From an optimization exercise on the open Yosys and OpenROAD flow, aimed at small area and a short achievable clock period; shortcuts taken in it are not production practice.
Function was not checked in any run shown here: the RTL went through the layout flow alone.

==> flow/design.v (outline; a module is shown in full before it is edited, if it fits) <==
// module ecc_codec: 728 lines
module ecc_codec (
    input  wire        clk,
    input  wire        rst,
    input  wire        in_valid,
    input  wire        in_decode,
    input  wire [1:0]  in_code,
    input  wire [63:0] in_data,
    input  wire [14:0] in_chk,
    output wire        out_valid,
    output wire [63:0] out_data,
    output wire [14:0] out_chk,
    output wire [1:0]  out_status
);
  // ...
==> flow/flow/run.sh <==
#!/bin/bash
# Own layout flow: the standard layout (standard.sh, unchanged synthesis and
# steps), with the port buffers that global placement inserts on every input and
# output made from sky130_fd_sc_hd__buf_1 cells instead of ORFS's default choice.
# Each tool's full output is kept: ORFS writes its per-step logs under
# orfs/logs/, and this script keeps the make output in standard.log.
set -euo pipefail
cd "$(dirname "$0")/.."
export BUFFER_PORTS_ARGS="-buffer_cell sky130_fd_sc_hd__buf_1"
bash standard.sh > standard.log 2>&1
==> flow/standard.sh <==
#!/bin/bash
# synth_recipe.tcl (not shown) runs the flow's synth.tcl, then flattens the netlist and writes it again
# the make line also repeats each setting of config.mk as NAME=value (left out here)
make -C /OpenROAD-flow-scripts/flow DESIGN_CONFIG=/design/flow/config.mk WORK_HOME=/design/flow/orfs CLKGATE_MAP_FILE= SYNTH_SCRIPT=/design/flow/synth_recipe.tcl "${@:-finish}"
==> flow/config.mk <==
export PLATFORM = sky130hd
export DESIGN_NAME = ecc_codec
export DESIGN_NICKNAME = ecc_codec
export VERILOG_FILES = /design/flow/design.v
export SDC_FILE = /design/flow/constraint.sdc
export NUM_CORES = 4
export LEC_CHECK = 0
export CAP_MARGIN = 20
export CORE_MARGIN = 2
export CORE_UTILIZATION = 40
export PLACE_DENSITY = 0.6
export SLEW_MARGIN = 20
==> flow/constraint.sdc <==
create_clock -name core_clock -period 13.0 [get_ports {clk}]
set_input_delay 2.6000 -clock core_clock [delete_from_list [all_inputs] [get_ports {clk}]]
set_output_delay 2.6000 -clock core_clock [all_outputs]
set_load 0.01 [all_outputs]
==> impl_results.md, run 1 <==
* Final HPWL DP at about 55000 um
* CTS Buffer Depth at 3
* Status: no timing/DRC/antenna violations
* Cell family with most CP delay: XOR/XNOR gates
* Multiplexer share of the synthesized area at around 1.2%
* H-tree depth at 2
* Seq cells post-synth at between 400 and 500
* GP Congestion at a little over 1
* Clk sinks at ~490
* Layout Skew at a little over 50 ps
* Area share of the largest cell type after synthesis at 44.8%
* Minimum clock period at between 3000 and 4000 ps
* # DRC at 0
* Hold path startpoint: d_q2[63]$_DFF_P_
* Post-CTS resize count at 0
* Final setup margin at 9170 ps
* Multi-input combinational area share at a little under half
* Hold path cells at 0
* Inverters at 24
* Finished Layout Cells at about 3100
* Setup crit end: x2_q4[2]$_DFF_P_
* Largest area contributor in the netlist: dfxtp_1
* Antenna Cells at 0
* Top routing layer used: met4
* Synth warn at 1
==> inputs of run 2 (changes only) <==
--- a/flow/design.v
+++ b/flow/design.v
@@ -410,65 +410,65 @@
     assign s1[3] = syn_s[3] ^ syn_s[7] ^ syn_s[10] ^ syn_s[11];
     assign s3[3] = syn_s[1] ^ syn_s[5] ^ syn_s[6] ^ syn_s[7] ^ syn_s[8] ^ syn_s[9] ^ syn_s[11];
     assign s1[4] = syn_s[4] ^ syn_s[8] ^ syn_s[11] ^ syn_s[12];
     assign s3[4] = syn_s[4] ^ syn_s[6] ^ syn_s[8] ^ syn_s[9] ^ syn_s[13];
     assign s1[5] = syn_s[5] ^ syn_s[9] ^ syn_s[12] ^ syn_s[13];
     assign s3[5] = syn_s[3] ^ syn_s[4] ^ syn_s[7] ^ syn_s[12] ^ syn_s[13];
     assign s1[6] = syn_s[6] ^ syn_s[10] ^ syn_s[13];
     assign s3[6] = syn_s[2] ^ syn_s[6] ^ syn_s[7] ^ syn_s[8] ^ syn_s[9] ^ syn_s[10] ^ syn_s[12];
+    wire lsel = in_decode_q1 & is_l;
+    wire [6:0] s1m = lsel ? syn_l[6:0] : s1;
+    wire [6:0] s3m = {s3[6:1], lsel ? syn_l[7] : s3[0]};
     reg v2;
     always @(posedge clk) v2 <= rst ? 1'b0 : v1;
     reg [63:0] d_q2;
     reg [14:0] chk0_q2;
     reg dl_q2;
     reg ds_q2;
     reg poi_q2;
-    reg [7:0] syn_l_q2;
     reg par_s_q2;
     reg [6:0] s1_q2;
     reg [6:0] s3_q2;
     always @(posedge clk) begin
         d_q2 <= in_data_q1;
         chk0_q2 <= chk0;
         dl_q2 <= dl;
         ds_q2 <= ds;
         poi_q2 <= poi;
-        syn_l_q2 <= syn_l;
         par_s_q2 <= par_s;
-        s1_q2 <= s1;
-        s3_q2 <= s3;
+        s1_q2 <= s1m;
+        s3_q2 <= s3m;
     end
-    wire [6:0] f;
-    assign f[0] = (s1_q2 == 7'd1) | (s1_q2 == 7'd2) | (s1_q2 == 7'd4) | (s1_q2 == 7'd6) | (s1_q2 == 7'd8) | (s1_q2 == 7'd11) | (s1_q2 == 7'd12) | (s1_q2 == 7'd14) | (s1_q2 == 7'd15) | (s1_q2 == 7'd16) | (s1_q2 == 7'd18) | (s1_q2 == 7'd20) | (s1_q2 == 7'd22) | (s1_q2 == 7'd24) | (s1_q2 == 7'd30) | (s1_q2 == 7'd31) | (s1_q2 == 7'd32) | (s1_q2 == 7'd35) | (s1_q2 == 7'd36) | (s1_q2 == 7'd38) | (s1_q2 == 7'd39) | (s1_q2 == 7'd40) | (s1_q2 == 7'd42) | (s1_q2 == 7'd44) | (s1_q2 == 7'd48) | (s1_q2 == 7'd49) | (s1_q2 == 7'd50) | (s1_q2 == 7'd58) | (s1_q2 == 7'd59) | (s1_q2 == 7'd61) | (s1_q2 == 7'd62) | (s1_q2 == 7'd63) | (s1_q2 == 7'd64) | (s1_q2 == 7'd69) | (s1_q2 == 7'd70) | (s1_q2 == 7'd71) | (s1_q2 == 7'd72) | (s1_q2 == 7'd77) | (s1_q2 == 7'd80) | (s1_q2 == 7'd82) | (s1_q2 == 7'd84) | (s1_q2 == 7'd85) | (s1_q2 == 7'd88) | (s1_q2 == 7'd90) | (s1_q2 == 7'd91) | (s1_q2 == 7'd92) | (s1_q2 == 7'd93) | (s1_q2 == 7'd94) | (s1_q2 == 7'd96) | (s1_q2 == 7'd99) | (s1_q2 == 7'd100) | (s1_q2 == 7'd101) | (s1_q2 == 7'd104) | (s1_q2 == 7'd105) | (s1_q2 == 7'd106) | (s1_q2 == 7'd107) | (s1_q2 == 7'd108) | (s1_q2 == 7'd112) | (s1_q2 == 7'd113) | (s1_q2 == 7'd114) | (s1_q2 == 7'd116) | (s1_q2 == 7'd120) | (s1_q2 == 7'd122) | (s1_q2 == 7'd127);
-    assign f[1] = (s1_q2 == 7'd4) | (s1_q2 == 7'd5) | (s1_q2 == 7'd6) | (s1_q2 == 7'd7) | (s1_q2 == 7'd12) | (s1_q2 == 7'd15) | (s1_q2 == 7'd16) | (s1_q2 == 7'd18) | (s1_q2 == 7'd25) | (s1_q2 == 7'd29) | (s1_q2 == 7'd30) | (s1_q2 == 7'd31) | (s1_q2 == 7'd33) | (s1_q2 == 7'd35) | (s1_q2 == 7'd36) | (s1_q2 == 7'd37) | (s1_q2 == 7'd38) | (s1_q2 == 7'd39) | (s1_q2 == 7'd43) | (s1_q2 == 7'd44) | (s1_q2 == 7'd45) | (s1_q2 == 7'd47) | (s1_q2 == 7'd48) | (s1_q2 == 7'd51) | (s1_q2 == 7'd53) | (s1_q2 == 7'd55) | (s1_q2 == 7'd56) | (s1_q2 == 7'd57) | (s1_q2 == 7'd58) | (s1_q2 == 7'd59) | (s1_q2 == 7'd62) | (s1_q2 == 7'd63) | (s1_q2 == 7'd64) | (s1_q2 == 7'd65) | (s1_q2 == 7'd71) | (s1_q2 == 7'd73) | (s1_q2 == 7'd74) | (s1_q2 == 7'd75) | (s1_q2 == 7'd76) | (s1_q2 == 7'd78) | (s1_q2 == 7'd79) | (s1_q2 == 7'd80) | (s1_q2 == 7'd82) | (s1_q2 == 7'd83) | (s1_q2 == 7'd85) | (s1_q2 == 7'd86) | (s1_q2 == 7'd87) | (s1_q2 == 7'd94) | (s1_q2 == 7'd98) | (s1_q2 == 7'd99) | (s1_q2 == 7'd103) | (s1_q2 == 7'd105) | (s1_q2 == 7'd107) | (s1_q2 == 7'd110) | (s1_q2 == 7'd111) | (s1_q2 == 7'd112) | (s1_q2 == 7'd113) | (s1_q2 == 7'd115) | (s1_q2 == 7'd116) | (s1_q2 == 7'd117) | (s1_q2 == 7'd118) | (s1_q2 == 7'd120) | (s1_q2 == 7'd121) | (s1_q2 == 7'd122);
-    assign f[2] = (s1_q2 == 7'd13) | (s1_q2 == 7'd14) | (s1_q2 == 7'd15) | (s1_q2 == 7'd16) | (s1_q2 == 7'd17) | (s1_q2 == 7'd18) | (s1_q2 == 7'd20) | (s1_q2 == 7'd21) | (s1_q2 == 7'd22) | (s1_q2 == 7'd24) | (s1_q2 == 7'd25) | (s1_q2 == 7'd26) | (s1_q2 == 7'd27) | (s1_q2 == 7'd29) | (s1_q2 == 7'd30) | (s1_q2 == 7'd31) | (s1_q2 == 7'd32) | (s1_q2 == 7'd36) | (s1_q2 == 7'd37) | (s1_q2 == 7'd39) | (s1_q2 == 7'd40) | (s1_q2 == 7'd41) | (s1_q2 == 7'd44) | (s1_q2 == 7'd46) | (s1_q2 == 7'd47) | (s1_q2 == 7'd49) | (s1_q2 == 7'd50) | (s1_q2 == 7'd51) | (s1_q2 == 7'd52) | (s1_q2 == 7'd53) | (s1_q2 == 7'd59) | (s1_q2 == 7'd63) | (s1_q2 == 7'd67) | (s1_q2 == 7'd70) | (s1_q2 == 7'd71) | (s1_q2 == 7'd73) | (s1_q2 == 7'd75) | (s1_q2 == 7'd77) | (s1_q2 == 7'd79) | (s1_q2 == 7'd80) | (s1_q2 == 7'd83) | (s1_q2 == 7'd85) | (s1_q2 == 7'd88) | (s1_q2 == 7'd89) | (s1_q2 == 7'd90) | (s1_q2 == 7'd92) | (s1_q2 == 7'd93) | (s1_q2 == 7'd95) | (s1_q2 == 7'd98) | (s1_q2 == 7'd102) | (s1_q2 == 7'd103) | (s1_q2 == 7'd104) | (s1_q2 == 7'd105) | (s1_q2 == 7'd109) | (s1_q2 == 7'd111) | (s1_q2 == 7'd115) | (s1_q2 == 7'd116) | (s1_q2 == 7'd118) | (s1_q2 == 7'd119) | (s1_q2 == 7'd120) | (s1_q2 == 7'd121) | (s1_q2 == 7'd124) | (s1_q2 == 7'd126) | (s1_q2 == 7'd127);
-    assign f[3] = (s1_q2 == 7'd3) | (s1_q2 == 7'd7) | (s1_q2 == 7'd9) | (s1_q2 == 7'd10) | (s1_q2 == 7'd14) | (s1_q2 == 7'd19) | (s1_q2 == 7'd21) | (s1_q2 == 7'd25) | (s1_q2 == 7'd29) | (s1_q2 == 7'd30) | (s1_q2 == 7'd38) | (s1_q2 == 7'd39) | (s1_q2 == 7'd41) | (s1_q2 == 7'd45) | (s1_q2 == 7'd46) | (s1_q2 == 7'd47) | (s1_q2 == 7'd49) | (s1_q2 == 7'd52) | (s1_q2 == 7'd53) | (s1_q2 == 7'd54) | (s1_q2 == 7'd56) | (s1_q2 == 7'd57) | (s1_q2 == 7'd59) | (s1_q2 == 7'd60) | (s1_q2 == 7'd62) | (s1_q2 == 7'd63) | (s1_q2 == 7'd64) | (s1_q2 == 7'd65) | (s1_q2 == 7'd67) | (s1_q2 == 7'd68) | (s1_q2 == 7'd69) | (s1_q2 == 7'd70) | (s1_q2 == 7'd71) | (s1_q2 == 7'd72) | (s1_q2 == 7'd75) | (s1_q2 == 7'd77) | (s1_q2 == 7'd80) | (s1_q2 == 7'd82) | (s1_q2 == 7'd84) | (s1_q2 == 7'd87) | (s1_q2 == 7'd88) | (s1_q2 == 7'd89) | (s1_q2 == 7'd93) | (s1_q2 == 7'd94) | (s1_q2 == 7'd96) | (s1_q2 == 7'd98) | (s1_q2 == 7'd99) | (s1_q2 == 7'd100) | (s1_q2 == 7'd101) | (s1_q2 == 7'd102) | (s1_q2 == 7'd103) | (s1_q2 == 7'd104) | (s1_q2 == 7'd107) | (s1_q2 == 7'd108) | (s1_q2 == 7'd110) | (s1_q2 == 7'd114) | (s1_q2 == 7'd116) | (s1_q2 == 7'd117) | (s1_q2 == 7'd118) | (s1_q2 == 7'd120) | (s1_q2 == 7'd122) | (s1_q2 == 7'd123) | (s1_q2 == 7'd124) | (s1_q2 == 7'd127);
-    assign f[4] = (s1_q2 == 7'd2) | (s1_q2 == 7'd3) | (s1_q2 == 7'd4) | (s1_q2 == 7'd5) | (s1_q2 == 7'd7) | (s1_q2 == 7'd8) | (s1_q2 == 7'd9) | (s1_q2 == 7'd12) | (s1_q2 == 7'd16) | (s1_q2 == 7'd19) | (s1_q2 == 7'd22) | (s1_q2 == 7'd24) | (s1_q2 == 7'd25) | (s1_q2 == 7'd28) | (s1_q2 == 7'd30) | (s1_q2 == 7'd32) | (s1_q2 == 7'd33) | (s1_q2 == 7'd35) | (s1_q2 == 7'd36) | (s1_q2 == 7'd40) | (s1_q2 == 7'd41) | (s1_q2 == 7'd44) | (s1_q2 == 7'd45) | (s1_q2 == 7'd48) | (s1_q2 == 7'd49) | (s1_q2 == 7'd51) | (s1_q2 == 7'd53) | (s1_q2 == 7'd57) | (s1_q2 == 7'd60) | (s1_q2 == 7'd61) | (s1_q2 == 7'd62) | (s1_q2 == 7'd63) | (s1_q2 == 7'd64) | (s1_q2 == 7'd65) | (s1_q2 == 7'd67) | (s1_q2 == 7'd70) | (s1_q2 == 7'd72) | (s1_q2 == 7'd73) | (s1_q2 == 7'd76) | (s1_q2 == 7'd78) | (s1_q2 == 7'd79) | (s1_q2 == 7'd80) | (s1_q2 == 7'd81) | (s1_q2 == 7'd84) | (s1_q2 == 7'd88) | (s1_q2 == 7'd89) | (s1_q2 == 7'd91) | (s1_q2 == 7'd93) | (s1_q2 == 7'd95) | (s1_q2 == 7'd96) | (s1_q2 == 7'd97) | (s1_q2 == 7'd98) | (s1_q2 == 7'd100) | (s1_q2 == 7'd105) | (s1_q2 == 7'd107) | (s1_q2 == 7'd109) | (s1_q2 == 7'd116) | (s1_q2 == 7'd118) | (s1_q2 == 7'd119) | (s1_q2 == 7'd121) | (s1_q2 == 7'd122) | (s1_q2 == 7'd124) | (s1_q2 == 7'd125) | (s1_q2 == 7'd126);
-    assign f[5] = (s1_q2 == 7'd7) | (s1_q2 == 7'd8) | (s1_q2 == 7'd9) | (s1_q2 == 7'd10) | (s1_q2 == 7'd11) | (s1_q2 == 7'd12) | (s1_q2 == 7'd14) | (s1_q2 == 7'd17) | (s1_q2 == 7'd21) | (s1_q2 == 7'd23) | (s1_q2 == 7'd24) | (s1_q2 == 7'd27) | (s1_q2 == 7'd29) | (s1_q2 == 7'd30) | (s1_q2 == 7'd31) | (s1_q2 == 7'd32) | (s1_q2 == 7'd35) | (s1_q2 == 7'd36) | (s1_q2 == 7'd37) | (s1_q2 == 7'd39) | (s1_q2 == 7'd41) | (s1_q2 == 7'd45) | (s1_q2 == 7'd47) | (s1_q2 == 7'd50) | (s1_q2 == 7'd53) | (s1_q2 == 7'd58) | (s1_q2 == 7'd60) | (s1_q2 == 7'd62) | (s1_q2 == 7'd66) | (s1_q2 == 7'd70) | (s1_q2 == 7'd71) | (s1_q2 == 7'd72) | (s1_q2 == 7'd74) | (s1_q2 == 7'd76) | (s1_q2 == 7'd77) | (s1_q2 == 7'd78) | (s1_q2 == 7'd79) | (s1_q2 == 7'd85) | (s1_q2 == 7'd86) | (s1_q2 == 7'd87) | (s1_q2 == 7'd88) | (s1_q2 == 7'd90) | (s1_q2 == 7'd91) | (s1_q2 == 7'd94) | (s1_q2 == 7'd95) | (s1_q2 == 7'd96) | (s1_q2 == 7'd97) | (s1_q2 == 7'd99) | (s1_q2 == 7'd101) | (s1_q2 == 7'd102) | (s1_q2 == 7'd105) | (s1_q2 == 7'd106) | (s1_q2 == 7'd107) | (s1_q2 == 7'd110) | (s1_q2 == 7'd111) | (s1_q2 == 7'd112) | (s1_q2 == 7'd114) | (s1_q2 == 7'd116) | (s1_q2 == 7'd118) | (s1_q2 == 7'd121) | (s1_q2 == 7'd123) | (s1_q2 == 7'd124) | (s1_q2 == 7'd125) | (s1_q2 == 7'd126);
-    assign f[6] = (s1_q2 == 7'd5) | (s1_q2 == 7'd7) | (s1_q2 == 7'd15) | (s1_q2 == 7'd19) | (s1_q2 == 7'd23) | (s1_q2 == 7'd26) | (s1_q2 == 7'd27) | (s1_q2 == 7'd28) | (s1_q2 == 7'd30) | (s1_q2 == 7'd31) | (s1_q2 == 7'd32) | (s1_q2 == 7'd34) | (s1_q2 == 7'd35) | (s1_q2 == 7'd36) | (s1_q2 == 7'd40) | (s1_q2 == 7'd41) | (s1_q2 == 7'd42) | (s1_q2 == 7'd44) | (s1_q2 == 7'd47) | (s1_q2 == 7'd48) | (s1_q2 == 7'd49) | (s1_q2 == 7'd50) | (s1_q2 == 7'd51) | (s1_q2 == 7'd52) | (s1_q2 == 7'd54) | (s1_q2 == 7'd55) | (s1_q2 == 7'd57) | (s1_q2 == 7'd58) | (s1_q2 == 7'd59) | (s1_q2 == 7'd60) | (s1_q2 == 7'd61) | (s1_q2 == 7'd62) | (s1_q2 == 7'd64) | (s1_q2 == 7'd69) | (s1_q2 == 7'd71) | (s1_q2 == 7'd72) | (s1_q2 == 7'd74) | (s1_q2 == 7'd77) | (s1_q2 == 7'd78) | (s1_q2 == 7'd80) | (s1_q2 == 7'd82) | (s1_q2 == 7'd83) | (s1_q2 == 7'd87) | (s1_q2 == 7'd88) | (s1_q2 == 7'd89) | (s1_q2 == 7'd91) | (s1_q2 == 7'd92) | (s1_q2 == 7'd94) | (s1_q2 == 7'd97) | (s1_q2 == 7'd98) | (s1_q2 == 7'd100) | (s1_q2 == 7'd101) | (s1_q2 == 7'd102) | (s1_q2 == 7'd103) | (s1_q2 == 7'd104) | (s1_q2 == 7'd106) | (s1_q2 == 7'd111) | (s1_q2 == 7'd113) | (s1_q2 == 7'd117) | (s1_q2 == 7'd118) | (s1_q2 == 7'd119) | (s1_q2 == 7'd121) | (s1_q2 == 7'd123) | (s1_q2 == 7'd126);
+    wire [6:0] ft;
+    assign ft[0] = (s1_q2 == 7'd1) | (s1_q2 == 7'd2) | (s1_q2 == 7'd4) | (s1_q2 == 7'd6) | (s1_q2 == 7'd8) | (s1_q2 == 7'd11) | (s1_q2 == 7'd12) | (s1_q2 == 7'd14) | (s1_q2 == 7'd15) | (s1_q2 == 7'd16) | (s1_q2 == 7'd18) | (s1_q2 == 7'd20) | (s1_q2 == 7'd22) | (s1_q2 == 7'd24) | (s1_q2 == 7'd30) | (s1_q2 == 7'd31) | (s1_q2 == 7'd32) | (s1_q2 == 7'd35) | (s1_q2 == 7'd36) | (s1_q2 == 7'd38) | (s1_q2 == 7'd39) | (s1_q2 == 7'd40) | (s1_q2 == 7'd42) | (s1_q2 == 7'd44) | (s1_q2 == 7'd48) | (s1_q2 == 7'd49) | (s1_q2 == 7'd50) | (s1_q2 == 7'd58) | (s1_q2 == 7'd59) | (s1_q2 == 7'd61) | (s1_q2 == 7'd62) | (s1_q2 == 7'd63) | (s1_q2 == 7'd64) | (s1_q2 == 7'd69) | (s1_q2 == 7'd70) | (s1_q2 == 7'd71) | (s1_q2 == 7'd72) | (s1_q2 == 7'd77) | (s1_q2 == 7'd80) | (s1_q2 == 7'd82) | (s1_q2 == 7'd84) | (s1_q2 == 7'd85) | (s1_q2 == 7'd88) | (s1_q2 == 7'd90) | (s1_q2 == 7'd91) | (s1_q2 == 7'd92) | (s1_q2 == 7'd93) | (s1_q2 == 7'd94) | (s1_q2 == 7'd96) | (s1_q2 == 7'd99) | (s1_q2 == 7'd100) | (s1_q2 == 7'd101) | (s1_q2 == 7'd104) | (s1_q2 == 7'd105) | (s1_q2 == 7'd106) | (s1_q2 == 7'd107) | (s1_q2 == 7'd108) | (s1_q2 == 7'd112) | (s1_q2 == 7'd113) | (s1_q2 == 7'd114) | (s1_q2 == 7'd116) | (s1_q2 == 7'd120) | (s1_q2 == 7'd122) | (s1_q2 == 7'd127);
+    assign ft[1] = (s1_q2 == 7'd4) | (s1_q2 == 7'd5) | (s1_q2 == 7'd6) | (s1_q2 == 7'd7) | (s1_q2 == 7'd12) | (s1_q2 == 7'd15) | (s1_q2 == 7'd16) | (s1_q2 == 7'd18) | (s1_q2 == 7'd25) | (s1_q2 == 7'd29) | (s1_q2 == 7'd30) | (s1_q2 == 7'd31) | (s1_q2 == 7'd33) | (s1_q2 == 7'd35) | (s1_q2 == 7'd36) | (s1_q2 == 7'd37) | (s1_q2 == 7'd38) | (s1_q2 == 7'd39) | (s1_q2 == 7'd43) | (s1_q2 == 7'd44) | (s1_q2 == 7'd45) | (s1_q2 == 7'd47) | (s1_q2 == 7'd48) | (s1_q2 == 7'd51) | (s1_q2 == 7'd53) | (s1_q2 == 7'd55) | (s1_q2 == 7'd56) | (s1_q2 == 7'd57) | (s1_q2 == 7'd58) | (s1_q2 == 7'd59) | (s1_q2 == 7'd62) | (s1_q2 == 7'd63) | (s1_q2 == 7'd64) | (s1_q2 == 7'd65) | (s1_q2 == 7'd71) | (s1_q2 == 7'd73) | (s1_q2 == 7'd74) | (s1_q2 == 7'd75) | (s1_q2 == 7'd76) | (s1_q2 == 7'd78) | (s1_q2 == 7'd79) | (s1_q2 == 7'd80) | (s1_q2 == 7'd82) | (s1_q2 == 7'd83) | (s1_q2 == 7'd85) | (s1_q2 == 7'd86) | (s1_q2 == 7'd87) | (s1_q2 == 7'd94) | (s1_q2 == 7'd98) | (s1_q2 == 7'd99) | (s1_q2 == 7'd103) | (s1_q2 == 7'd105) | (s1_q2 == 7'd107) | (s1_q2 == 7'd110) | (s1_q2 == 7'd111) | (s1_q2 == 7'd112) | (s1_q2 == 7'd113) | (s1_q2 == 7'd115) | (s1_q2 == 7'd116) | (s1_q2 == 7'd117) | (s1_q2 == 7'd118) | (s1_q2 == 7'd120) | (s1_q2 == 7'd121) | (s1_q2 == 7'd122);
+    assign ft[2] = (s1_q2 == 7'd13) | (s1_q2 == 7'd14) | (s1_q2 == 7'd15) | (s1_q2 == 7'd16) | (s1_q2 == 7'd17) | (s1_q2 == 7'd18) | (s1_q2 == 7'd20) | (s1_q2 == 7'd21) | (s1_q2 == 7'd22) | (s1_q2 == 7'd24) | (s1_q2 == 7'd25) | (s1_q2 == 7'd26) | (s1_q2 == 7'd27) | (s1_q2 == 7'd29) | (s1_q2 == 7'd30) | (s1_q2 == 7'd31) | (s1_q2 == 7'd32) | (s1_q2 == 7'd36) | (s1_q2 == 7'd37) | (s1_q2 == 7'd39) | (s1_q2 == 7'd40) | (s1_q2 == 7'd41) | (s1_q2 == 7'd44) | (s1_q2 == 7'd46) | (s1_q2 == 7'd47) | (s1_q2 == 7'd49) | (s1_q2 == 7'd50) | (s1_q2 == 7'd51) | (s1_q2 == 7'd52) | (s1_q2 == 7'd53) | (s1_q2 == 7'd59) | (s1_q2 == 7'd63) | (s1_q2 == 7'd67) | (s1_q2 == 7'd70) | (s1_q2 == 7'd71) | (s1_q2 == 7'd73) | (s1_q2 == 7'd75) | (s1_q2 == 7'd77) | (s1_q2 == 7'd79) | (s1_q2 == 7'd80) | (s1_q2 == 7'd83) | (s1_q2 == 7'd85) | (s1_q2 == 7'd88) | (s1_q2 == 7'd89) | (s1_q2 == 7'd90) | (s1_q2 == 7'd92) | (s1_q2 == 7'd93) | (s1_q2 == 7'd95) | (s1_q2 == 7'd98) | (s1_q2 == 7'd102) | (s1_q2 == 7'd103) | (s1_q2 == 7'd104) | (s1_q2 == 7'd105) | (s1_q2 == 7'd109) | (s1_q2 == 7'd111) | (s1_q2 == 7'd115) | (s1_q2 == 7'd116) | (s1_q2 == 7'd118) | (s1_q2 == 7'd119) | (s1_q2 == 7'd120) | (s1_q2 == 7'd121) | (s1_q2 == 7'd124) | (s1_q2 == 7'd126) | (s1_q2 == 7'd127);
+    assign ft[3] = (s1_q2 == 7'd3) | (s1_q2 == 7'd7) | (s1_q2 == 7'd9) | (s1_q2 == 7'd10) | (s1_q2 == 7'd14) | (s1_q2 == 7'd19) | (s1_q2 == 7'd21) | (s1_q2 == 7'd25) | (s1_q2 == 7'd29) | (s1_q2 == 7'd30) | (s1_q2 == 7'd38) | (s1_q2 == 7'd39) | (s1_q2 == 7'd41) | (s1_q2 == 7'd45) | (s1_q2 == 7'd46) | (s1_q2 == 7'd47) | (s1_q2 == 7'd49) | (s1_q2 == 7'd52) | (s1_q2 == 7'd53) | (s1_q2 == 7'd54) | (s1_q2 == 7'd56) | (s1_q2 == 7'd57) | (s1_q2 == 7'd59) | (s1_q2 == 7'd60) | (s1_q2 == 7'd62) | (s1_q2 == 7'd63) | (s1_q2 == 7'd64) | (s1_q2 == 7'd65) | (s1_q2 == 7'd67) | (s1_q2 == 7'd68) | (s1_q2 == 7'd69) | (s1_q2 == 7'd70) | (s1_q2 == 7'd71) | (s1_q2 == 7'd72) | (s1_q2 == 7'd75) | (s1_q2 == 7'd77) | (s1_q2 == 7'd80) | (s1_q2 == 7'd82) | (s1_q2 == 7'd84) | (s1_q2 == 7'd87) | (s1_q2 == 7'd88) | (s1_q2 == 7'd89) | (s1_q2 == 7'd93) | (s1_q2 == 7'd94) | (s1_q2 == 7'd96) | (s1_q2 == 7'd98) | (s1_q2 == 7'd99) | (s1_q2 == 7'd100) | (s1_q2 == 7'd101) | (s1_q2 == 7'd102) | (s1_q2 == 7'd103) | (s1_q2 == 7'd104) | (s1_q2 == 7'd107) | (s1_q2 == 7'd108) | (s1_q2 == 7'd110) | (s1_q2 == 7'd114) | (s1_q2 == 7'd116) | (s1_q2 == 7'd117) | (s1_q2 == 7'd118) | (s1_q2 == 7'd120) | (s1_q2 == 7'd122) | (s1_q2 == 7'd123) | (s1_q2 == 7'd124) | (s1_q2 == 7'd127);
+    assign ft[4] = (s1_q2 == 7'd2) | (s1_q2 == 7'd3) | (s1_q2 == 7'd4) | (s1_q2 == 7'd5) | (s1_q2 == 7'd7) | (s1_q2 == 7'd8) | (s1_q2 == 7'd9) | (s1_q2 == 7'd12) | (s1_q2 == 7'd16) | (s1_q2 == 7'd19) | (s1_q2 == 7'd22) | (s1_q2 == 7'd24) | (s1_q2 == 7'd25) | (s1_q2 == 7'd28) | (s1_q2 == 7'd30) | (s1_q2 == 7'd32) | (s1_q2 == 7'd33) | (s1_q2 == 7'd35) | (s1_q2 == 7'd36) | (s1_q2 == 7'd40) | (s1_q2 == 7'd41) | (s1_q2 == 7'd44) | (s1_q2 == 7'd45) | (s1_q2 == 7'd48) | (s1_q2 == 7'd49) | (s1_q2 == 7'd51) | (s1_q2 == 7'd53) | (s1_q2 == 7'd57) | (s1_q2 == 7'd60) | (s1_q2 == 7'd61) | (s1_q2 == 7'd62) | (s1_q2 == 7'd63) | (s1_q2 == 7'd64) | (s1_q2 == 7'd65) | (s1_q2 == 7'd67) | (s1_q2 == 7'd70) | (s1_q2 == 7'd72) | (s1_q2 == 7'd73) | (s1_q2 == 7'd76) | (s1_q2 == 7'd78) | (s1_q2 == 7'd79) | (s1_q2 == 7'd80) | (s1_q2 == 7'd81) | (s1_q2 == 7'd84) | (s1_q2 == 7'd88) | (s1_q2 == 7'd89) | (s1_q2 == 7'd91) | (s1_q2 == 7'd93) | (s1_q2 == 7'd95) | (s1_q2 == 7'd96) | (s1_q2 == 7'd97) | (s1_q2 == 7'd98) | (s1_q2 == 7'd100) | (s1_q2 == 7'd105) | (s1_q2 == 7'd107) | (s1_q2 == 7'd109) | (s1_q2 == 7'd116) | (s1_q2 == 7'd118) | (s1_q2 == 7'd119) | (s1_q2 == 7'd121) | (s1_q2 == 7'd122) | (s1_q2 == 7'd124) | (s1_q2 == 7'd125) | (s1_q2 == 7'd126);
+    assign ft[5] = (s1_q2 == 7'd7) | (s1_q2 == 7'd8) | (s1_q2 == 7'd9) | (s1_q2 == 7'd10) | (s1_q2 == 7'd11) | (s1_q2 == 7'd12) | (s1_q2 == 7'd14) | (s1_q2 == 7'd17) | (s1_q2 == 7'd21) | (s1_q2 == 7'd23) | (s1_q2 == 7'd24) | (s1_q2 == 7'd27) | (s1_q2 == 7'd29) | (s1_q2 == 7'd30) | (s1_q2 == 7'd31) | (s1_q2 == 7'd32) | (s1_q2 == 7'd35) | (s1_q2 == 7'd36) | (s1_q2 == 7'd37) | (s1_q2 == 7'd39) | (s1_q2 == 7'd41) | (s1_q2 == 7'd45) | (s1_q2 == 7'd47) | (s1_q2 == 7'd50) | (s1_q2 == 7'd53) | (s1_q2 == 7'd58) | (s1_q2 == 7'd60) | (s1_q2 == 7'd62) | (s1_q2 == 7'd66) | (s1_q2 == 7'd70) | (s1_q2 == 7'd71) | (s1_q2 == 7'd72) | (s1_q2 == 7'd74) | (s1_q2 == 7'd76) | (s1_q2 == 7'd77) | (s1_q2 == 7'd78) | (s1_q2 == 7'd79) | (s1_q2 == 7'd85) | (s1_q2 == 7'd86) | (s1_q2 == 7'd87) | (s1_q2 == 7'd88) | (s1_q2 == 7'd90) | (s1_q2 == 7'd91) | (s1_q2 == 7'd94) | (s1_q2 == 7'd95) | (s1_q2 == 7'd96) | (s1_q2 == 7'd97) | (s1_q2 == 7'd99) | (s1_q2 == 7'd101) | (s1_q2 == 7'd102) | (s1_q2 == 7'd105) | (s1_q2 == 7'd106) | (s1_q2 == 7'd107) | (s1_q2 == 7'd110) | (s1_q2 == 7'd111) | (s1_q2 == 7'd112) | (s1_q2 == 7'd114) | (s1_q2 == 7'd116) | (s1_q2 == 7'd118) | (s1_q2 == 7'd121) | (s1_q2 == 7'd123) | (s1_q2 == 7'd124) | (s1_q2 == 7'd125) | (s1_q2 == 7'd126);
+    assign ft[6] = (s1_q2 == 7'd5) | (s1_q2 == 7'd7) | (s1_q2 == 7'd15) | (s1_q2 == 7'd19) | (s1_q2 == 7'd23) | (s1_q2 == 7'd26) | (s1_q2 == 7'd27) | (s1_q2 == 7'd28) | (s1_q2 == 7'd30) | (s1_q2 == 7'd31) | (s1_q2 == 7'd32) | (s1_q2 == 7'd34) | (s1_q2 == 7'd35) | (s1_q2 == 7'd36) | (s1_q2 == 7'd40) | (s1_q2 == 7'd41) | (s1_q2 == 7'd42) | (s1_q2 == 7'd44) | (s1_q2 == 7'd47) | (s1_q2 == 7'd48) | (s1_q2 == 7'd49) | (s1_q2 == 7'd50) | (s1_q2 == 7'd51) | (s1_q2 == 7'd52) | (s1_q2 == 7'd54) | (s1_q2 == 7'd55) | (s1_q2 == 7'd57) | (s1_q2 == 7'd58) | (s1_q2 == 7'd59) | (s1_q2 == 7'd60) | (s1_q2 == 7'd61) | (s1_q2 == 7'd62) | (s1_q2 == 7'd64) | (s1_q2 == 7'd69) | (s1_q2 == 7'd71) | (s1_q2 == 7'd72) | (s1_q2 == 7'd74) | (s1_q2 == 7'd77) | (s1_q2 == 7'd78) | (s1_q2 == 7'd80) | (s1_q2 == 7'd82) | (s1_q2 == 7'd83) | (s1_q2 == 7'd87) | (s1_q2 == 7'd88) | (s1_q2 == 7'd89) | (s1_q2 == 7'd91) | (s1_q2 == 7'd92) | (s1_q2 == 7'd94) | (s1_q2 == 7'd97) | (s1_q2 == 7'd98) | (s1_q2 == 7'd100) | (s1_q2 == 7'd101) | (s1_q2 == 7'd102) | (s1_q2 == 7'd103) | (s1_q2 == 7'd104) | (s1_q2 == 7'd106) | (s1_q2 == 7'd111) | (s1_q2 == 7'd113) | (s1_q2 == 7'd117) | (s1_q2 == 7'd118) | (s1_q2 == 7'd119) | (s1_q2 == 7'd121) | (s1_q2 == 7'd123) | (s1_q2 == 7'd126);
+    wire [6:0] f = ft & {7{~dl_q2}};
     reg v3;
     always @(posedge clk) v3 <= rst ? 1'b0 : v2;
     reg [63:0] d_q3;
     reg [14:0] chk0_q3;
     reg dl_q3;
     reg ds_q3;
     reg poi_q3;
-    reg [7:0] syn_l_q3;
     reg par_s_q3;
     reg [6:0] s1_q3;
     reg [6:0] s3_q3;
     reg [6:0] f_q3;
     always @(posedge clk) begin
         d_q3 <= d_q2;
         chk0_q3 <= chk0_q2;
         dl_q3 <= dl_q2;
         ds_q3 <= ds_q2;
         poi_q3 <= poi_q2;
-        syn_l_q3 <= syn_l_q2;
         par_s_q3 <= par_s_q2;
         s1_q3 <= s1_q2;
         s3_q3 <= s3_q2;
         f_q3 <= f;
     end
     wire [6:0] wq;
     assign wq[0] = (s3_q3[0] & f_q3[0]) ^ (s3_q3[1] & f_q3[6]) ^ (s3_q3[2] & f_q3[5]) ^ (s3_q3[3] & f_q3[4]) ^ (s3_q3[4] & f_q3[3]) ^ (s3_q3[5] & f_q3[2]) ^ (s3_q3[5] & f_q3[6]) ^ (s3_q3[6] & f_q3[1]) ^ (s3_q3[6] & f_q3[5]);
     assign wq[1] = (s3_q3[0] & f_q3[1]) ^ (s3_q3[1] & f_q3[0]) ^ (s3_q3[2] & f_q3[6]) ^ (s3_q3[3] & f_q3[5]) ^ (s3_q3[4] & f_q3[4]) ^ (s3_q3[5] & f_q3[3]) ^ (s3_q3[6] & f_q3[2]) ^ (s3_q3[6] & f_q3[6]);
@@ -482,54 +482,53 @@
     assign z0[1] = (wq[2] ^ wq[3] ^ wq[4] ^ wq[6]);
     assign z0[2] = (wq[3] ^ wq[4] ^ wq[6]);
     assign z0[3] = (wq[5] ^ wq[6]);
     assign z0[4] = (wq[1] ^ wq[2] ^ wq[4]);
     assign z0[5] = (wq[3] ^ wq[5] ^ wq[6]);
     assign z0[6] = (wq[3] ^ wq[6]);
     wire tr0 = wq[0];
     wire s1z = (s1_q3 == 7'd0);
-    wire s3z = (s3_q3 == 7'd0);
+    wire s3z = dl_q3 ? s3_q3[0] : (s3_q3 == 7'd0);
     wire [6:0] x1;
     assign x1[0] = (s1_q3[0] & z0[0]) ^ (s1_q3[1] & z0[6]) ^ (s1_q3[2] & z0[5]) ^ (s1_q3[3] & z0[4]) ^ (s1_q3[4] & z0[3]) ^ (s1_q3[5] & z0[2]) ^ (s1_q3[5] & z0[6]) ^ (s1_q3[6] & z0[1]) ^ (s1_q3[6] & z0[5]);
     assign x1[1] = (s1_q3[0] & z0[1]) ^ (s1_q3[1] & z0[0]) ^ (s1_q3[2] & z0[6]) ^ (s1_q3[3] & z0[5]) ^ (s1_q3[4] & z0[4]) ^ (s1_q3[5] & z0[3]) ^ (s1_q3[6] & z0[2]) ^ (s1_q3[6] & z0[6]);
     assign x1[2] = (s1_q3[0] & z0[2]) ^ (s1_q3[1] & z0[1]) ^ (s1_q3[2] & z0[0]) ^ (s1_q3[3] & z0[6]) ^ (s1_q3[4] & z0[5]) ^ (s1_q3[5] & z0[4]) ^ (s1_q3[6] & z0[3]);
     assign x1[3] = (s1_q3[0] & z0[3]) ^ (s1_q3[1] & z0[2]) ^ (s1_q3[1] & z0[6]) ^ (s1_q3[2] & z0[1]) ^ (s1_q3[2] & z0[5]) ^ (s1_q3[3] & z0[0]) ^ (s1_q3[3] & z0[4]) ^ (s1_q3[4] & z0[3]) ^ (s1_q3[4] & z0[6]) ^ (s1_q3[5] & z0[2]) ^ (s1_q3[5] & z0[5]) ^ (s1_q3[5] & z0[6]) ^ (s1_q3[6] & z0[1]) ^ (s1_q3[6] & z0[4]) ^ (s1_q3[6] & z0[5]);
     assign x1[4] = (s1_q3[0] & z0[4]) ^ (s1_q3[1] & z0[3]) ^ (s1_q3[2] & z0[2]) ^ (s1_q3[2] & z0[6]) ^ (s1_q3[3] & z0[1]) ^ (s1_q3[3] & z0[5]) ^ (s1_q3[4] & z0[0]) ^ (s1_q3[4] & z0[4]) ^ (s1_q3[5] & z0[3]) ^ (s1_q3[5] & z0[6]) ^ (s1_q3[6] & z0[2]) ^ (s1_q3[6] & z0[5]) ^ (s1_q3[6] & z0[6]);
     assign x1[5] = (s1_q3[0] & z0[5]) ^ (s1_q3[1] & z0[4]) ^ (s1_q3[2] & z0[3]) ^ (s1_q3[3] & z0[2]) ^ (s1_q3[3] & z0[6]) ^ (s1_q3[4] & z0[1]) ^ (s1_q3[4] & z0[5]) ^ (s1_q3[5] & z0[0]) ^ (s1_q3[5] & z0[4]) ^ (s1_q3[6] & z0[3]) ^ (s1_q3[6] & z0[6]);
     assign x1[6] = (s1_q3[0] & z0[6]) ^ (s1_q3[1] & z0[5]) ^ (s1_q3[2] & z0[4]) ^ (s1_q3[3] & z0[3]) ^ (s1_q3[4] & z0[2]) ^ (s1_q3[4] & z0[6]) ^ (s1_q3[5] & z0[1]) ^ (s1_q3[5] & z0[5]) ^ (s1_q3[6] & z0[0]) ^ (s1_q3[6] & z0[4]);
     wire [6:0] x2 = x1 ^ s1_q3;
     reg v4;
     always @(posedge clk) v4 <= rst ? 1'b0 : v3;
     reg [63:0] d_q4;
     reg [14:0] chk0_q4;
     reg dl_q4;
     reg ds_q4;
     reg poi_q4;
-    reg [7:0] syn_l_q4;
     reg par_s_q4;
     reg [6:0] x1_q4;
     reg [6:0] x2_q4;
     reg tr0_q4;
     reg s1z_q4;
     reg s3z_q4;
     always @(posedge clk) begin
         d_q4 <= d_q3;
         chk0_q4 <= chk0_q3;
         dl_q4 <= dl_q3;
         ds_q4 <= ds_q3;
         poi_q4 <= poi_q3;
-        syn_l_q4 <= syn_l_q3;
         par_s_q4 <= par_s_q3;
         x1_q4 <= x1;
         x2_q4 <= x2;
         tr0_q4 <= tr0;
         s1z_q4 <= s1z;
         s3z_q4 <= s3z;
     end
+    wire [7:0] sl_x = {s3z_q4, x2_q4};    
     function inr(input [6:0] x);
         inr = (x == 7'd1) | (x == 7'd2) | (x == 7'd3) | (x == 7'd4) | (x == 7'd5) | (x == 7'd6) | (x == 7'd8) | (x == 7'd9) | (x == 7'd10) | (x == 7'd11) | (x == 7'd12) | (x == 7'd16) | (x == 7'd18) | (x == 7'd20) | (x == 7'd22) | (x == 7'd24) | (x == 7'd25) | (x == 7'd27) | (x == 7'd29) | (x == 7'd31) | (x == 7'd32) | (x == 7'd35) | (x == 7'd36) | (x == 7'd37) | (x == 7'd39) | (x == 7'd40) | (x == 7'd41) | (x == 7'd43) | (x == 7'd44) | (x == 7'd45) | (x == 7'd47) | (x == 7'd48) | (x == 7'd50) | (x == 7'd51) | (x == 7'd53) | (x == 7'd54) | (x == 7'd55) | (x == 7'd57) | (x == 7'd58) | (x == 7'd61) | (x == 7'd62) | (x == 7'd64) | (x == 7'd65) | (x == 7'd69) | (x == 7'd70) | (x == 7'd72) | (x == 7'd73) | (x == 7'd74) | (x == 7'd75) | (x == 7'd80) | (x == 7'd81) | (x == 7'd82) | (x == 7'd83) | (x == 7'd85) | (x == 7'd86) | (x == 7'd87) | (x == 7'd88) | (x == 7'd90) | (x == 7'd93) | (x == 7'd94) | (x == 7'd95) | (x == 7'd96) | (x == 7'd97) | (x == 7'd100) | (x == 7'd102) | (x == 7'd106) | (x == 7'd107) | (x == 7'd108) | (x == 7'd109) | (x == 7'd110) | (x == 7'd111) | (x == 7'd113) | (x == 7'd114) | (x == 7'd115) | (x == 7'd116) | (x == 7'd122) | (x == 7'd124) | (x == 7'd125);
     endfunction
     function lcol(input [7:0] s);
         lcol = (s == 8'd1) | (s == 8'd2) | (s == 8'd4) | (s == 8'd7) | (s == 8'd8) | (s == 8'd11) | (s == 8'd13) | (s == 8'd14) | (s == 8'd16) | (s == 8'd19) | (s == 8'd21) | (s == 8'd22) | (s == 8'd25) | (s == 8'd26) | (s == 8'd28) | (s == 8'd31) | (s == 8'd32) | (s == 8'd35) | (s == 8'd37) | (s == 8'd38) | (s == 8'd41) | (s == 8'd42) | (s == 8'd44) | (s == 8'd47) | (s == 8'd49) | (s == 8'd50) | (s == 8'd52) | (s == 8'd55) | (s == 8'd56) | (s == 8'd59) | (s == 8'd61) | (s == 8'd62) | (s == 8'd64) | (s == 8'd67) | (s == 8'd69) | (s == 8'd70) | (s == 8'd73) | (s == 8'd74) | (s == 8'd76) | (s == 8'd79) | (s == 8'd81) | (s == 8'd82) | (s == 8'd84) | (s == 8'd87) | (s == 8'd88) | (s == 8'd97) | (s == 8'd98) | (s == 8'd100) | (s == 8'd104) | (s == 8'd112) | (s == 8'd128) | (s == 8'd131) | (s == 8'd133) | (s == 8'd134) | (s == 8'd137) | (s == 8'd138) | (s == 8'd140) | (s == 8'd145) | (s == 8'd146) | (s == 8'd148) | (s == 8'd152) | (s == 8'd161) | (s == 8'd162) | (s == 8'd164) | (s == 8'd168) | (s == 8'd176) | (s == 8'd193) | (s == 8'd194) | (s == 8'd196) | (s == 8'd200) | (s == 8'd208) | (s == 8'd224);
     endfunction
     wire inr1 = inr(x1_q4);
     wire inr2 = inr(x2_q4);
@@ -545,18 +544,18 @@
     generate
         for (g = 0; g < 8; g = g + 1) begin : g_h
             assign h1[g] = en_s & (x1_q4[6:4] == g);
             assign h2[g] = en_s & (x2_q4[6:4] == g);
         end
         for (g = 0; g < 16; g = g + 1) begin : g_l
             assign l1[g] = (x1_q4[3:0] == g);
             assign l2[g] = (x2_q4[3:0] == g);
-            assign hl[g] = dl_q4 & (syn_l_q4[7:4] == g);
-            assign ll[g] = (syn_l_q4[3:0] == g);
+            assign hl[g] = dl_q4 & (sl_x[7:4] == g);
+            assign ll[g] = (sl_x[3:0] == g);
         end
     endgenerate
     wire [77:0] fs;
     assign fs[0] = (h1[0] & l1[1]) | (h2[0] & l2[1]);
     assign fs[1] = (h1[0] & l1[2]) | (h2[0] & l2[2]);
     assign fs[2] = (h1[0] & l1[4]) | (h2[0] & l2[4]);
     assign fs[3] = (h1[0] & l1[8]) | (h2[0] & l2[8]);
     assign fs[4] = (h1[1] & l1[0]) | (h2[1] & l2[0]);
@@ -701,18 +700,18 @@
     assign fl[64] = hl[0] & ll[1];
     assign fl[65] = hl[0] & ll[2];
     assign fl[66] = hl[0] & ll[4];
     assign fl[67] = hl[0] & ll[8];
     assign fl[68] = hl[1] & ll[0];
     assign fl[69] = hl[2] & ll[0];
     assign fl[70] = hl[4] & ll[0];
     assign fl[71] = hl[8] & ll[0];
-    wire l_zero = (syn_l_q4 == 8'd0);
-    wire l_col  = lcol(syn_l_q4);
+    wire l_zero = (sl_x == 8'd0);
+    wire l_col  = lcol(sl_x);
     wire [63:0] res_data = d_q4 ^ fs[77:14] ^ fl[63:0];
     wire [14:0] res_chk = chk0_q4 ^ {flip_p, fs[13:0]} ^ {7'd0, fl[71:64]};
     wire [1:0] res_st = poi_q4 ? 2'd3 : dl_q4 ? (l_zero ? 2'd0 : l_col ? 2'd1 : 2'd2) : ds_q4 ? (st_s_clean ? 2'd0 : st_s_corr ? 2'd1 : 2'd2) : 2'd0;
     reg v5;
     always @(posedge clk) v5 <= rst ? 1'b0 : v4;
     reg [63:0] res_data_q5;
     reg [14:0] res_chk_q5;
     reg [1:0] res_st_q5;
==> flow/flow/run.sh (replaced) <==
#!/bin/bash
# Own layout flow: the standard layout (standard.sh, unchanged synthesis and
# steps) with two changes:
#  - the port buffers that global placement puts on every input and output are
#    sky130_fd_sc_hd__buf_1 cells instead of ORFS's default choice;
#  - clock tree synthesis clusters up to 24 flip-flops under each leaf buffer
#    (clkbuf_16) and inserts no dummy loads.
# Each tool's full output is kept: ORFS writes its per-step logs under
# orfs/logs/, and this script keeps the make output in standard.log.
set -euo pipefail
cd "$(dirname "$0")/.."
export BUFFER_PORTS_ARGS="-buffer_cell sky130_fd_sc_hd__buf_1"
export CTS_ARGS="-sink_clustering_enable -repair_clock_nets -sink_clustering_size 24 -sink_clustering_max_diameter 100 -buf_list sky130_fd_sc_hd__clkbuf_16 -dont_use_dummy_load"
bash standard.sh > standard.log 2>&1
==> run 2 against run 1 <==
  * Still clean
  * Sequential cell count fell by 24
  * Synthesized area is 2.5% lower
  * Cell area is 6.7% lower
  * Non-clock buffer count increased by 2
  * First-iteration DRC count decreased by 1.8%
  * Wire length is 1.7% lower
  * Register-to-register slack got worse by 450 ps
==> impl_results.md, run 2 <==
* Core Box Area at 0.0528 mm^2 (was 0.0541 mm^2)
* Fmax achieved at 0.234 GHz (was 0.261 GHz)
* Initial Utilization at 40.7% (about the same)
* Top cells by area, synth: dfxtp_1 (44%), xnor2_1 (19%), xor2_1 (6.6%), nand2_1 (4.2%), nor2_1 (3.1%) (was dfxtp_1 (45%), xnor2_1 (19%), xor2_1 (5.5%), nor2_1 (3.4%), nand2_1 (3.4%))
* CP bufs+invs at 1 (was 0)
* Worst rel slew slack at 32.5% (was 22.8%)
* Worst path required time at 13500 ps (was 13470 ps)
* Top cells by count, synth: dfxtp_1 (469), xnor2_1 (462), nand2_1 (242) (was dfxtp_1 (493), xnor2_1 (478), nor2_1 (202))
* Vias post-DR at 16899 (was 16912)
* WHS Endpoint: d_q4[63]$_DFF_P_ (was d_q3[63]$_DFF_P_)
* Die W at 236 um (was 239 um)
* Number of max-cap violations at 0 (unchanged)
* R2r setup slk at 8730 ps (was 9170 ps)
* Post-CTS Setup Bufs at 0 (unchanged)
* Port Buffers at 166 (unchanged)
* Minimum clock period at 4270 ps (was 3830 ps)
* Cells after Synth at 2336 (was 2308)
* # DRC at 0 (unchanged)
* Startpoint Class: flop (unchanged)
* First-pass GRT wire length at 104000 um (was 105000 um)
* Post-CTS resize count at 0 (unchanged)
* Total gr overflow at 0 (unchanged)
* Wire per inst at 23.1 um (about the same)
* Mean cell area of the mapped netlist at 9.18 um^2 (was 9.54 um^2)
* CTS Buffer Depth at 3 (unchanged)
* CTS Buf Count at 24 (was 48)
* Fin nets at 2480 (was 2493)
* Site row count at 84 (was 85)
* Syn-to-layout area delta at 7.49% (was 12.3%)
* Critical path class: flop to flop (unchanged)
* Initial antenna violation count at 1 (was 2)
* CP Max Fanout at 88 (was 12)
* Largest area contributor in the netlist: dfxtp_1 (unchanged)
* Antenna Cells at 0 (unchanged)
* Reg2Reg Launch Point: x2_q4[6]$_DFF_P_ (was f_q3[5]$_DFF_P_)
* Later-pin clock latency in the skew report at 570 ps (was 600 ps)
* Setup TNS at 0 ps (unchanged)
* Crit. End Element: flop (unchanged)
* Synth warn at 1 (unchanged)
* Ys async rst share at 0% (unchanged)
* Cell family with most CP delay: simple AND/OR/NAND/NOR gates (was XOR/XNOR gates)
* Largest net degree at the start of global routing at 89 (was 58)
* Final-report max-slew violation count at 0 (unchanged)
* Hold path startpoint: d_q3[63]$_DFF_P_ (was d_q2[63]$_DFF_P_)
* Post-route ant nets at 0 (unchanged)
* DRT iter0 DRCs at 1900 (was 1934)
* Worst slack, placed at 8850 ps (was 9190 ps)
* Mapped Area at 0.0215 mm^2 (was 0.0220 mm^2)
* Final setup margin at 8730 ps (was 9170 ps)
* Seq cells post-synth at 469 (was 493)
* Top-count cell post-synth: dfxtp_1 (unchanged)
* Routed vias/inst at 5.49 (was 5.39)
* Status: no timing/DRC/antenna violations (unchanged)
* Hold path cells at 0 (unchanged)
* Top-level port count at 167 (unchanged)
* Final HPWL DP at 53300 um (was 55300 um)
* Register area share after synthesis at 43.8% (was 44.8%)
* CP dominant cell by count: nand3_1 (was xnor3_1)
* Clk sinks at 469 (was 493)
* H-tree depth at 1 (was 2)
* Final hold violation count at 0 (unchanged)
* Hold_buf cts at 0 (unchanged)
* Overall Global Routing Usage at 24.6% (was 24.7%)
* Share of layout cells above drive strength 1 at 2.68% (was 4.83%)
* Most common cell after layout, fill and taps aside: dfxtp_1 (unchanged)
* WL final at 71200 um (was 72500 um)
* Final setup fails at 0 (unchanged)
* Area share of the largest cell type after synthesis at 43.8% (was 44.8%)
* Most frequent cells in the layout: dfxtp_1 (467), xnor2_1 (461), nand2_1 (242) (was dfxtp_1 (492), xnor2_1 (478), nor2_1 (202))
* GP Congestion at 0.988 (was 1.02)
* Slowest stage delay, CP at 830 ps (was 590 ps)
* Critical register-to-register path endpoint: res_chk_q5[6]$_DFF_P_ (was x2_q4[2]$_DFF_P_)
* Clock slew at reported path FFs at 90 ps (was 70 ps)
* CP Cell Sequence: nand3_1, nand3_1, nand3_1, a311oi_1, o311ai_0, a211oi_4, buf_4, xnor2_1, o21ai_0, xor2_1 (was nand2_1, xnor3_1, xnor3_2, xnor2_4, xnor3_1, mux2i_1, a221oi_1, xor3_1, xnor2_2, xor2_1)
* Worst Path Arrival at 4770 ps (was 4300 ps)
* Die Area at 0.0555 mm^2 (was 0.0569 mm^2)
* Library cells used by synthesis at 70 (was 75)
* Root buffer cell: clkbuf_16 (unchanged)
* Slew @ Worst Pin at 1000 ps (was 1150 ps)
* Post-synth EDFFs at 0 (unchanged)
* CTS tree: built (unchanged)
* Reg2Reg Depth at 10 (unchanged)
* Crit-path slowest cell: dfxtp_1 (unchanged)
* Top_reg_cell synth: dfxtp_1 (unchanged)
* Total nets after synthesis at 2425 (was 2397)
* Drt pass-1 iters at 6 (unchanged)
* Die Y at 236 um (was 239 um)
* Final period util at 32.9% (was 29.4%)
* Class of the worst hold path: flop to flop (unchanged)
* Critical Path Stages at 10 (unchanged)
* RSZ-0062 raised after global routing: no (unchanged)
* Layout Skew at 47.5 ps (was 50.4 ps)
* Vias in the first global route at 16013 (was 16135)
run 2: cell count changes after synthesis, moves of 24 or more:
cell,previous run,this run
nor2_1,202,178
xor2_1,137,162
nand2_1,199,242
a22oi_1,89,16
dfxtp_1,493,469
o22ai_1,24,83
run 2: layout make-up:
class	instances	area, um^2
Fill cell	5209	29700
Multi-Input combinational cell	1689	11400
Sequential cell	469	9390
Tap cell	688	861
Timing Repair Buffer	180	728
Clock buffer	24	601
Inverter	27	101
run 2: how the worst max path moves through the flow:
stage	startpoint	end
floorplan	s3_q3[3]$_DFF_P_	x2_q4[3]$_DFF_P_
global placement	x2_q4[6]$_DFF_P_	res_data_q5[23]$_DFF_P_
detailed placement	x2_q4[6]$_DFF_P_	res_chk_q5[6]$_DFF_P_
CTS	x2_q4[6]$_DFF_P_	res_chk_q5[6]$_DFF_P_
global route	x2_q4[4]$_DFF_P_	res_data_q5[23]$_DFF_P_
finish	x2_q4[6]$_DFF_P_	res_chk_q5[6]$_DFF_P_
run 2: worst register-to-register path: stages (launching register included):
cell	delay, ps
dfxtp_1	830
nand3_1	820
nand3_1	300
nand3_1	100
a311oi_1	210
o311ai_0	330
a211oi_4	290
buf_4	690
xnor2_1	190
o21ai_0	240
xor2_1	200
run 2: routing by layer:
layer  vias to the layer above  track usage (%)  wire length (um)
li1                       7866                -                 -
met1                      7999             35.3             32000
met2                       889             38.0             31100
met3                       145             4.07              6140
met4                         0             6.99              2040
met5                         -                0                 0
run 2: kinds of logic after synthesis:
logic type      count (synthesis)  synth area share (%)
simple gates                  668                  14.1
xor+xnor                      638                  26.9
flops                         469                  43.8
compound gates                361                  10.8
buf+inv                       178                  3.29
mux                            18                 0.875
fa+ha+maj                       4                 0.233
run 2: stage by stage:
stage	hold slack, ps	instances	util, %	cell area, um^2
after floorplan	310	2336	-	21500
after global placement	311	3053	42.6	22500
after detailed placement	312	3053	42.6	22500
after CTS	306	3077	43.7	23100
after global routing	312	3077	43.7	23100
final	309	3077	43.7	23100
==> inputs of run 3 (changes only) <==
--- a/flow/flow/run.sh
+++ b/flow/flow/run.sh
@@ -6,3 +6,4 @@
 #  - clock tree synthesis clusters up to 24 flip-flops under each leaf buffer
-#    (clkbuf_16) and inserts no dummy loads.
+#    (clkbuf_16) and inserts no dummy loads;
+#  - timing repair aims for 9.3 ns of setup slack (a 3.7 ns period) instead of 0.
 # Each tool's full output is kept: ORFS writes its per-step logs under
@@ -13,2 +14,3 @@
 export CTS_ARGS="-sink_clustering_enable -repair_clock_nets -sink_clustering_size 24 -sink_clustering_max_diameter 100 -buf_list sky130_fd_sc_hd__clkbuf_16 -dont_use_dummy_load"
+export SETUP_SLACK_MARGIN=9.3
 bash standard.sh > standard.log 2>&1
==> run 3 against run 2 <==
  * Via count rose by 0.25%
  * Die area stayed put
  * Clock skew about the same
  * Largest cell class unchanged
  * Worst setup slack gained 600 ps
  * Non-clock buffer count up 12
==> impl_results.md, run 3 <==
* Final-report max-slew violation count at 0 (unchanged)
* Synth warn at 1 (unchanged)
* Overall Global Routing Usage at 24.7% (was 24.6%)
* Worst slack, placed at 8850 ps (unchanged)
* Post-route ant nets at 0 (unchanged)
* Minimum clock period at 3680 ps (was 4270 ps)
* Crit-path slowest cell: dfxtp_1 (unchanged)
* CP Max Fanout at 1 (was 88)
* CTS tree: built (unchanged)
* Startpoint Class: flop (unchanged)
* Total gr overflow at 0 (unchanged)
* Die W at 236 um (unchanged)
* Final period util at 28.3% (was 32.9%)
* CP Cell Sequence: buf_2 (was nand3_1, nand3_1, nand3_1, a311oi_1, o311ai_0, a211oi_4, buf_4, xnor2_1, o21ai_0, xor2_1)
* Initial Utilization at 40.7% (unchanged)
* Die Area at 0.0555 mm^2 (unchanged)
* CTS Buffer Depth at 3 (unchanged)
* Drt pass-1 iters at 5 (was 6)
* Hold path startpoint: d_q3[63]$_DFF_P_ (unchanged)
* Finished Cell Area at 0.0234 mm^2 (was 0.0231 mm^2)
* Final HPWL DP at 53300 um (unchanged)
* Hold path cells at 0 (unchanged)
* Register area share after synthesis at 43.8% (unchanged)
* Top-count cell post-synth: dfxtp_1 (unchanged)
* Slowest stage delay, CP at 350 ps (was 830 ps)
* Hold_buf cts at 0 (unchanged)
* Initial antenna violation count at 1 (unchanged)
* Fin nets at 2492 (was 2480)
* Number of max-cap violations at 0 (unchanged)
* DP Area at 0.0225 mm^2 (unchanged)
* Reg2Reg Depth at 11 (was 10)
* Critical path class: flop to primary output (was flop to flop)
* Mean cell area of the mapped netlist at 9.18 um^2 (unchanged)
* CTS Buf Count at 24 (unchanged)
* Top cells by area, synth: dfxtp_1 (44%), xnor2_1 (19%), xor2_1 (6.6%), nand2_1 (4.2%), nor2_1 (3.1%) (unchanged)
* Met1 usage at 35.4% (was 35.3%)
* Cells after Synth at 2336 (unchanged)
* Antenna Cells at 0 (unchanged)
* Class of the worst hold path: flop to flop (unchanged)
* Crit path from: res_data_q5[40]$_DFF_P_ (was x2_q4[6]$_DFF_P_)
* Seq cells post-synth at 469 (unchanged)
* Crit. End Element: primary output (was flop)
* Clk sinks at 469 (unchanged)
* Top cells by count, synth: dfxtp_1 (469), xnor2_1 (462), nand2_1 (242) (unchanged)
* WL final at 71400 um (was 71200 um)
* Vias in the first global route at 15989 (was 16013)
* Layout Skew at 47.7 ps (was 47.5 ps)
* Core Box Area at 0.0528 mm^2 (unchanged)
* Site row count at 84 (unchanged)
* Worst rel slew slack at 34.6% (was 32.5%)
* Worst path required time at 10400 ps (was 13500 ps)
* H-tree depth at 1 (unchanged)
* Mapped Area at 0.0215 mm^2 (unchanged)
* First-pass GRT wire length at 105000 um (was 104000 um)
* CP bufs+invs at 1 (unchanged)
* Share of layout cells above drive strength 1 at 6.83% (was 2.68%)
* GP Congestion at 0.988 (unchanged)
* Final setup fails at 0 (unchanged)
* Worst Path Arrival at 1080 ps (was 4770 ps)
* Critical Path Stages at 1 (was 10)
* Status: no timing/DRC/antenna violations (unchanged)
* Wire per inst at 23.1 um (about the same)
* R2r setup slk at 9500 ps (was 8730 ps)
* Filler cells at 5190 (was 5209)
* Ys async rst share at 0% (unchanged)
* Largest net degree at the start of global routing at 89 (unchanged)
* # DRC at 0 (unchanged)
* Slew @ Worst Pin at 979 ps (was 1000 ps)
* Cell family with most CP delay: flip-flops (was simple AND/OR/NAND/NOR gates)
* Top-level port count at 167 (unchanged)
* Root buffer cell: clkbuf_16 (unchanged)
* Met3 Usage GRT at 4.13% (was 4.07%)
* Final hold violation count at 0 (unchanged)
* Largest area contributor in the netlist: dfxtp_1 (unchanged)
* Routed vias/inst at 5.48 (was 5.49)
* Port Buffers at 166 (unchanged)
* Die Y at 236 um (unchanged)
* Area share of the largest cell type after synthesis at 43.8% (unchanged)
* Syn-to-layout area delta at 8.97% (was 7.49%)
* Most common cell after layout, fill and taps aside: xnor2_1 (was dfxtp_1)
* Later-pin clock latency in the skew report at 570 ps (about the same)
* Total nets after synthesis at 2425 (unchanged)
* Top_reg_cell synth: dfxtp_1 (unchanged)
* Reg2Reg Launch Point: in_data_q1[25]$_DFF_P_ (was x2_q4[6]$_DFF_P_)
* Most used routing layer: met2 (unchanged)
* Setup TNS at 0 ps (unchanged)
* Final setup margin at 9320 ps (was 8730 ps)
* Most frequent cells in the layout: xnor2_1 (456), dfxtp_1 (434), nand2_1 (242) (was dfxtp_1 (467), xnor2_1 (461), nand2_1 (242))
* RSZ-0062 raised after global routing: no (unchanged)
* Library cells used by synthesis at 70 (unchanged)
* Met2 Use GR at 38.1% (was 38.0%)
* Vias post-DR at 16942 (was 16899)
* DRT iter0 DRCs at 1853 (was 1900)
* Fmax achieved at 0.272 GHz (was 0.234 GHz)
* Clock slew at reported path FFs at 90 ps (about the same)
* Post-synth EDFFs at 0 (unchanged)
==> run 3: changes by cell type in the layout (fill, tap and decap cells not counted), moves of 3 or more <==
cell	previous run	this run
buf_2	0	19
buf_4	14	25
xnor2_4	0	3
xnor2_1	461	456
buf_6	0	5
dfxtp_1	467	434
clkbuf_2	0	20
buf_1	166	122
dfxtp_2	2	35
==> run 3: repair_timing <==
action / in CTS / in global routing
endpoints found under the setup margin: 116 / 78
buffers inserted: 0 / 12
gates resized for setup: 53 / 48
pin swaps: 2 / 4
==> run 3: area by class of cell <==
type / count / area, um^2 / area share (%)
Multi-Input combinational cell: 1689 / 11500 / 49.1
Clock buffer: 24 / 601 / 2.57
Tap cell: 688 / 861 / 3.68
Sequential cell: 469 / 9430 / 40.4
Timing Repair Buffer: 192 / 912 / 3.90
Inverter: 27 / 101 / 0.434
==> run 3: routing by layer <==
layer | vias to the layer above | routed length, um
met2 | 932 | 31200
li1 | 7907 | -
met4 | 0 | 2100
met5 | - | 0
met1 | 7951 | 31500
met3 | 152 | 6610
==> run 3: cell families after synthesis <==
group	after synthesis	synth area share, %
buf+inv	178	3.29
xor+xnor	638	26.9
simple gates	668	14.1
flops	469	43.8
fa+ha+maj	4	0.233
mux	18	0.875
compound gates	361	10.8
==> run 3: worst paths after layout <==
kind / end
max: out_data[40]
min: d_q4[63]$_DFF_P_
max reg2reg: s3_q2[4]$_DFF_P_
min reg2reg: d_q4[63]$_DFF_P_
==> run 3: through the flow <==
| stage | hold slack [ps] | util, % | instances |
|---|---|---|---|
| after floorplan | 310 | - | 2336 |
| after global placement | 311 | 42.6 | 3053 |
| after detailed placement | 312 | 42.6 | 3053 |
| after CTS | 306 | 43.9 | 3077 |
| after global routing | 311 | 44.3 | 3089 |
| final | 307 | 44.3 | 3089 |

-- static timing again, ports no longer ideal --
How much do the figures lean on ideal ports? The routed layouts below were timed once more, with nothing changed but the port constraints. Step 1: set_driving_cell puts a clkbuf_16 on clk and a buf_2 on each other input, an assumption about the parent block. Step 2 moves the port delays by t, midway between the first and last clock arrival at a register: inputs arrive t later, outputs are due t later. That takes back most of the time a late clock gives input paths. a / b / c = ideal / step 1 / step 2; a / b = the first two.
| run | t, ns | setup WS [ns] | worst setup path at the end |
|---|---|---|---|
| run 1 | 0.637 | 9.173 / 9.173 / 9.173 | register to register |
| run 2 | 0.611 | 8.726 / 8.726 / 8.726 | register to register |
| run 3 | 0.609 | 9.322 / 9.263 / 9.498 | register to register |
After both steps every run listed still meets setup and hold.
